Context: an optimization exercise on an open-source flow, tuned for small area, a short achievable clock period and few clock cycles per item. The choices shown serve that exercise and are no tape-out recipe.
The RTL was checked by simulation tests, not by an equivalence proof against the original design.

==> flow/design.v <==
module de_sha2_core (
    input  wire         clk,
    input  wire         rst,           
    input  wire         in_valid,
    output wire         in_ready,
    input  wire [31:0]  in_data,
    input  wire         in_last,       
    input  wire         in_mode,       
    output wire         out_valid,
    input  wire         out_ready,
    output wire [255:0] out_digest
);
    localparam [1:0] S_LOAD = 2'd0,
                     S_RUN  = 2'd1,
                     S_ADD  = 2'd2,
                     S_OUT  = 2'd3;
    reg  [1:0]   state;
    reg  [5:0]   cnt;          
    reg          msg_open;     
    reg          mode_r;       
    reg          last_r;       
    reg  [31:0]  w [0:15];     
    reg  [31:0]  h [0:7];      
    reg  [31:0]  a, b, c, d, e, f, g, hh;
    integer i;
    reg [31:0] k_t;       
    always @(*) begin
        case (cnt)
            6'd0:  k_t = 32'h428a2f98; 6'd1:  k_t = 32'h71374491;
            6'd2:  k_t = 32'hb5c0fbcf; 6'd3:  k_t = 32'he9b5dba5;
            6'd4:  k_t = 32'h3956c25b; 6'd5:  k_t = 32'h59f111f1;
            6'd6:  k_t = 32'h923f82a4; 6'd7:  k_t = 32'hab1c5ed5;
            6'd8:  k_t = 32'hd807aa98; 6'd9:  k_t = 32'h12835b01;
            6'd10: k_t = 32'h243185be; 6'd11: k_t = 32'h550c7dc3;
            6'd12: k_t = 32'h72be5d74; 6'd13: k_t = 32'h80deb1fe;
            6'd14: k_t = 32'h9bdc06a7; 6'd15: k_t = 32'hc19bf174;
            6'd16: k_t = 32'he49b69c1; 6'd17: k_t = 32'hefbe4786;
            6'd18: k_t = 32'h0fc19dc6; 6'd19: k_t = 32'h240ca1cc;
            6'd20: k_t = 32'h2de92c6f; 6'd21: k_t = 32'h4a7484aa;
            6'd22: k_t = 32'h5cb0a9dc; 6'd23: k_t = 32'h76f988da;
            6'd24: k_t = 32'h983e5152; 6'd25: k_t = 32'ha831c66d;
            6'd26: k_t = 32'hb00327c8; 6'd27: k_t = 32'hbf597fc7;
            6'd28: k_t = 32'hc6e00bf3; 6'd29: k_t = 32'hd5a79147;
            6'd30: k_t = 32'h06ca6351; 6'd31: k_t = 32'h14292967;
            6'd32: k_t = 32'h27b70a85; 6'd33: k_t = 32'h2e1b2138;
            6'd34: k_t = 32'h4d2c6dfc; 6'd35: k_t = 32'h53380d13;
            6'd36: k_t = 32'h650a7354; 6'd37: k_t = 32'h766a0abb;
            6'd38: k_t = 32'h81c2c92e; 6'd39: k_t = 32'h92722c85;
            6'd40: k_t = 32'ha2bfe8a1; 6'd41: k_t = 32'ha81a664b;
            6'd42: k_t = 32'hc24b8b70; 6'd43: k_t = 32'hc76c51a3;
            6'd44: k_t = 32'hd192e819; 6'd45: k_t = 32'hd6990624;
            6'd46: k_t = 32'hf40e3585; 6'd47: k_t = 32'h106aa070;
            6'd48: k_t = 32'h19a4c116; 6'd49: k_t = 32'h1e376c08;
            6'd50: k_t = 32'h2748774c; 6'd51: k_t = 32'h34b0bcb5;
            6'd52: k_t = 32'h391c0cb3; 6'd53: k_t = 32'h4ed8aa4a;
            6'd54: k_t = 32'h5b9cca4f; 6'd55: k_t = 32'h682e6ff3;
            6'd56: k_t = 32'h748f82ee; 6'd57: k_t = 32'h78a5636f;
            6'd58: k_t = 32'h84c87814; 6'd59: k_t = 32'h8cc70208;
            6'd60: k_t = 32'h90befffa; 6'd61: k_t = 32'ha4506ceb;
            6'd62: k_t = 32'hbef9a3f7; default: k_t = 32'hc67178f2;
        endcase
    end
    localparam [255:0] IV_256 = {32'h6a09e667, 32'hbb67ae85, 32'h3c6ef372, 32'ha54ff53a,
                                 32'h510e527f, 32'h9b05688c, 32'h1f83d9ab, 32'h5be0cd19};
    localparam [255:0] IV_224 = {32'hc1059ed8, 32'h367cd507, 32'h3070dd17, 32'hf70e5939,
                                 32'hffc00b31, 32'h68581511, 32'h64f98fa7, 32'hbefa4fa4};
    wire [255:0] iv_sel = in_mode ? IV_224 : IV_256;
    wire [31:0] big_s0 = {a[1:0], a[31:2]} ^ {a[12:0], a[31:13]} ^ {a[21:0], a[31:22]};
    wire [31:0] big_s1 = {e[5:0], e[31:6]} ^ {e[10:0], e[31:11]} ^ {e[24:0], e[31:25]};
    wire [31:0] ch     = (e & f) ^ (~e & g);
    wire [31:0] maj    = (a & b) ^ (a & c) ^ (b & c);
    wire [31:0] t1     = hh + big_s1 + ch + k_t + w[0];
    wire [31:0] t2     = big_s0 + maj;
    wire [31:0] w1  = w[1];
    wire [31:0] w14 = w[14];
    wire [31:0] sm_s0 = {w1[6:0], w1[31:7]} ^ {w1[17:0], w1[31:18]} ^ {3'b000, w1[31:3]};
    wire [31:0] sm_s1 = {w14[16:0], w14[31:17]} ^ {w14[18:0], w14[31:19]} ^ {10'b0, w14[31:10]};
    wire [31:0] w_next = sm_s1 + w[9] + sm_s0 + w[0];
    assign in_ready  = (state == S_LOAD);
    assign out_valid = (state == S_OUT);
    assign out_digest = {h[0], h[1], h[2], h[3], h[4], h[5], h[6],
                         mode_r ? 32'h0 : h[7]};
    wire accept = in_valid && in_ready;
    always @(posedge clk) begin
        if (rst) begin
            state    <= S_LOAD;
            cnt      <= 6'd0;
            msg_open <= 1'b0;
            mode_r   <= 1'b0;
            last_r   <= 1'b0;
        end else begin
            case (state)
                S_LOAD: if (accept) begin
                    if (cnt == 6'd0 && !msg_open) begin
                        mode_r   <= in_mode;
                        msg_open <= 1'b1;
                        for (i = 0; i < 8; i = i + 1)
                            h[i] <= iv_sel[255 - 32*i -: 32];
                    end
                    if (cnt == 6'd15) begin
                        last_r <= in_last;
                        cnt    <= 6'd0;
                        state  <= S_RUN;
                    end else begin
                        cnt <= cnt + 6'd1;
                    end
                end
                S_RUN: begin
                    cnt <= cnt + 6'd1;
                    if (cnt == 6'd63)
                        state <= S_ADD;
                end
                S_ADD: begin
                    h[0] <= h[0] + a;  h[1] <= h[1] + b;
                    h[2] <= h[2] + c;  h[3] <= h[3] + d;
                    h[4] <= h[4] + e;  h[5] <= h[5] + f;
                    h[6] <= h[6] + g;  h[7] <= h[7] + hh;
                    cnt <= 6'd0;
                    if (last_r) begin
                        msg_open <= 1'b0;
                        state    <= S_OUT;
                    end else begin
                        state <= S_LOAD;
                    end
                end
                S_OUT: if (out_ready)
                    state <= S_LOAD;
            endcase
        end
    end
    always @(posedge clk) begin
        if (state == S_LOAD && accept) begin
            for (i = 0; i < 15; i = i + 1)
                w[i] <= w[i+1];
            w[15] <= in_data;
            if (cnt == 6'd15) begin
                a <= h[0]; b <= h[1]; c <= h[2]; d <= h[3];
                e <= h[4]; f <= h[5]; g <= h[6]; hh <= h[7];
            end
        end else if (state == S_RUN) begin
            for (i = 0; i < 15; i = i + 1)
                w[i] <= w[i+1];
            w[15] <= w_next;
            hh <= g;
            g  <= f;
            f  <= e;
            e  <= d + t1;
            d  <= c;
            c  <= b;
            b  <= a;
            a  <= t1 + t2;
        end
    end
endmodule
==> flow/run.sh <==
#!/bin/bash
# synth_recipe.tcl (not shown) runs the flow's synth.tcl, then flattens the netlist and writes it again
# the make line also repeats each setting of config.mk as NAME=value (left out here)
make -C /OpenROAD-flow-scripts/flow DESIGN_CONFIG=/design/flow/config.mk WORK_HOME=/design/flow/orfs CLKGATE_MAP_FILE= SYNTH_SCRIPT=/design/flow/synth_recipe.tcl finish
==> flow/config.mk <==
export PLATFORM = sky130hd
export DESIGN_NAME = de_sha2_core
export DESIGN_NICKNAME = de_sha2_core
export VERILOG_FILES = /design/flow/design.v
export SDC_FILE = /design/flow/constraint.sdc
export NUM_CORES = 4
export LEC_CHECK = 0
export CAP_MARGIN = 20
export CORE_MARGIN = 2
export CORE_UTILIZATION = 40
export SLEW_MARGIN = 20
==> flow/constraint.sdc <==
create_clock -name core_clock -period 10.0 [get_ports {clk}]
set_input_delay 2.0000 -clock core_clock [delete_from_list [all_inputs] [get_ports {clk}]]
set_output_delay 2.0000 -clock core_clock [all_outputs]
set_load 0.01 [all_outputs]
==> flow_summary.yaml <==
outcome:
  outcome: "no timing/DRC/antenna violations"
global_route:
  grt_pass1_vias: 46200
  antenna_found_initial: 9
  grt_first_pass_wirelength_microns: 323000
  grt-ovfl-total: 0
  grt_max_degree: 176
  grt.total_usage: 0.263
synthesis:
  synthFlopType: "edfxtp_1"
  synth_top_area_share: 0.472
  syn-num-nets: 6667
  synth.distinct_cells: 98
  synth.cell_area_sq_um: 65100
  yosysSeqAreaShare: 0.486
  synth_area_leaders: "edfxtp_1 47%, ha_1 7.6%, fa_1 6.0%"
  synth_top_area_cell: "edfxtp_1"
  syn_inst: 6039
  synth-edff-count: 1024
  yosysWarnings: 3
  ys_seq_elements: 1067
  syn_area_per_cell_sq_um: 10.8
  async_reset_ff_frac: 0
floorplanning:
  core_region_area_sq_um: 162000
  rows: 148
  die_w_microns: 407
  pin_count: 296
  dieArea_sq_um: 166000
  initial_core_util: 0.401
  die_h_microns: 407
critical_path:
  crit_type: "reg2reg"
  worstPathRequired_ns: 10.47
  cp_common_cell: "a21oi_1"
  crit_start: "e[13]$_DFFE_PP_"
  crit_fanout: 6
  worstPathArrival_ns: 8.51
  crit_path_end_kind: "flop"
  crit_slowest_cell: "fa_1"
  start_kind: "flop"
  max_stage_delay_ns: 0.57
  r2r-start: "e[13]$_DFFE_PP_"
place:
  port-buffer-count: 295
  place.gp.congestion: 0.967
  dp_hpwl_microns: 170000
  place_area_sq_um: 70300
  dp_cells: 8306
timing:
  fmax_mhz: 124
  setup_tns_ns: 0
  fin_worst_skew_ns: 0.0575
  setup_viol: 0
  slew_headroom: 0.281
  hold_violations: 0
  slew_violations: 0
  post-route-period-util: 0.803
  tightest_slew_ns: 1.07
  post-route-min-period_ns: 8.03
  rsz0062_at_grt: "no"
drt:
  viasPerCell: 5.64
  routed_wl_microns: 224000
  post-route-drc-count: 0
  drt_iter0_markers: 5165
  drtAntennaViolNets: 0
  drt_pass1_iterations: 7
  wl_per_cell_microns: 26.3
  vias: 48100
finish:
  final_cells: 8528
  syn_to_final_growth_pct: 14.0
  utilization: 0.457
  fin_nets: 6879
  stdcell_area_sq_um: 74200
  final_layout_size_suffix_gt1_frac: 0.0493
hold_path:
  hold_path.class: "reg2reg"
  worstHoldStart: "w[8][6]$_DFFE_PP_"
clock_network:
  clk_latency_ns: 0.79
  clock_sinks: 1067
  cts_resized: 0
  hold_buffers: 0
  htree_levels: 3
  root_buffer: "clkbuf_16"
  cts_buffer_depth: 3
  post_cts_buffers: 0
  cts.reportedPaths.clkPinSlew_ns: 0.06
  cts_made_buffers: 117
  cts_tree: "yes"
flow_run:
  maxCapViolations: 0
[stage by stage]
| step | hold WS [ns] | setup slack, ns |
|---|---|---|
| final | 0.404 | 1.97 |
| after global routing | 0.414 | 1.50 |
| after CTS | 0.403 | 2.05 |
| after detailed placement | 0.405 | 2.07 |
| after global placement | 0.400 | 2.01 |
| after floorplan | 0.400 | 0.905 |
[sequential cells by signal (all words and copies together) (netlist names)]
register / flops
hh: 32
g: 32
e: 32
w: 512
state: 2
mode_r: 1
k_t: 32
a: 32
cnt: 6
d: 32
f: 32
h: 256
b: 32
c: 32
msg_open: 1
last_r: 1
[logic make-up after synthesis]
logic type,share of synthesized area
AOI/OAI and AO/OA,0.138
DFF,0.486
xor gates and xnor gates,0.0768
muxes,0.00723
buffers and inverters,0.0366
and+or+nand+nor,0.116
adders and majority gates,0.139
[layout by cell type (no fill, tap or decap), types with 42 or more instances in the layout]
cell,synthesis,routed
edfxtp_1,1024,1024
buf_4,0,42
a211oi_1,46,46
fa_1,195,195
nor3_1,84,84
o21a_1,51,51
xnor2_1,381,381
a21o_1,217,217
ha_1,395,394
o21ai_0,269,267
nand3_1,77,77
nor2_1,320,319
dfxtp_1,43,43
o21ai_1,58,60
xor2_1,187,187
nand2b_1,74,73
a31oi_1,43,43
nand2_1,905,903
inv_1,372,371
nor2b_1,72,71
o21bai_1,50,50
clkdlybuf4s50_1,0,295
a21oi_1,397,396
clkbuf_16,0,117
[layer usage]
metal / vias to the layer above / GRT usage / share of wire
met5: - / 0 / 0.00015
li1: 22000 / - / -
met4: 6 / 0.0929 / 0.036
met2: 2019 / 0.397 / 0.44
met3: 345 / 0.0428 / 0.080
met1: 23800 / 0.382 / 0.44
[critical path: cells and delay by family (launching register included)]
kind | cells | cell delay [ns]
AOI/OAI and AO/OA | 16 | 2.97
DFF | 1 | 0.54
xor gates and xnor gates | 4 | 0.83
and+or+nand+nor | 2 | 0.45
adders and majority gates | 6 | 2.68
buffers and inverters | 5 | 0.31
[path summary, 6_finish.rpt]
| kind | end | slack (ns) | cells after the start |
|---|---|---|---|
| worst min-delay path | w[7][6]$_DFFE_PP_ | 0.40 | 0 |
| worst max-delay path | a[30]$_DFFE_PP_ | 1.97 | 33 |
| worst min register to register | w[7][6]$_DFFE_PP_ | 0.40 | 0 |
| worst max register to register | a[30]$_DFFE_PP_ | 1.97 | 33 |
[synth_stat cells, types with 16 or more instances]
cell and number:
xor2_1 187, buf_1 21, a31oi_1 43, and2_1 18, xnor2_1 381, nand2b_1 74
a211o_1 17, dfxtp_1 43, nand2_1 905, a211oi_1 46, nor2_1 320, nand3_1 77
edfxtp_1 1024, o21ai_1 58, maj3_1 23, o21a_1 51, nor3_1 84, a21o_1 217
nor2b_1 72, o211ai_1 40, clkbuf_1 217, mux2_2 29, or3_1 28, nor3b_1 16
nand4_1 28, o21ai_0 269, inv_1 372, and3_1 27, o31ai_1 31, fa_1 195
ha_1 395, o21bai_1 50, a21oi_1 397
[area by class of cell]
class | count | area (sq um)
multi-input cells | 4342 | 31200
clock inverters | 80 | 828
fillers | 15200 | 88000
inverters | 379 | 1430
diodes | 1 | 2.50
flip-flops and latches | 1067 | 31600
well taps | 2175 | 2720
repair buffers | 344 | 3420
clock buffers | 140 | 3010
Testbench counts, summed over its fixed seeds: cycles 77,496, blocks 952.

static timing again, ports no longer ideal:
In the flow no input, the clock included, has a driving cell. The finished layout below was timed again as built, in two steps. Step 1, drivers: a clkbuf_16 drives clk and a buf_2 each remaining input, both assumed. Step 2 also shifts input and output timing later by t, the mid clock arrival at the registers, as if the neighbouring blocks saw the same clock. a / b / c = no drivers / after step 1 / after step 2; a / b = the first two.
t, ns: 0.840
slack for setup (ns): 1.965 / 1.965 / 1.965
worst hold slack (ns): 0.404 / 0.404 / 0.404
clock arrival spread, ns: 0.061 / 0.061
slew at the worst register clock pin (ns): 0.07 / 0.07
After both steps this run still meets setup and hold. The setup slack of this run moves by 0.000 ns with the drivers and by 0.000 ns with both steps.
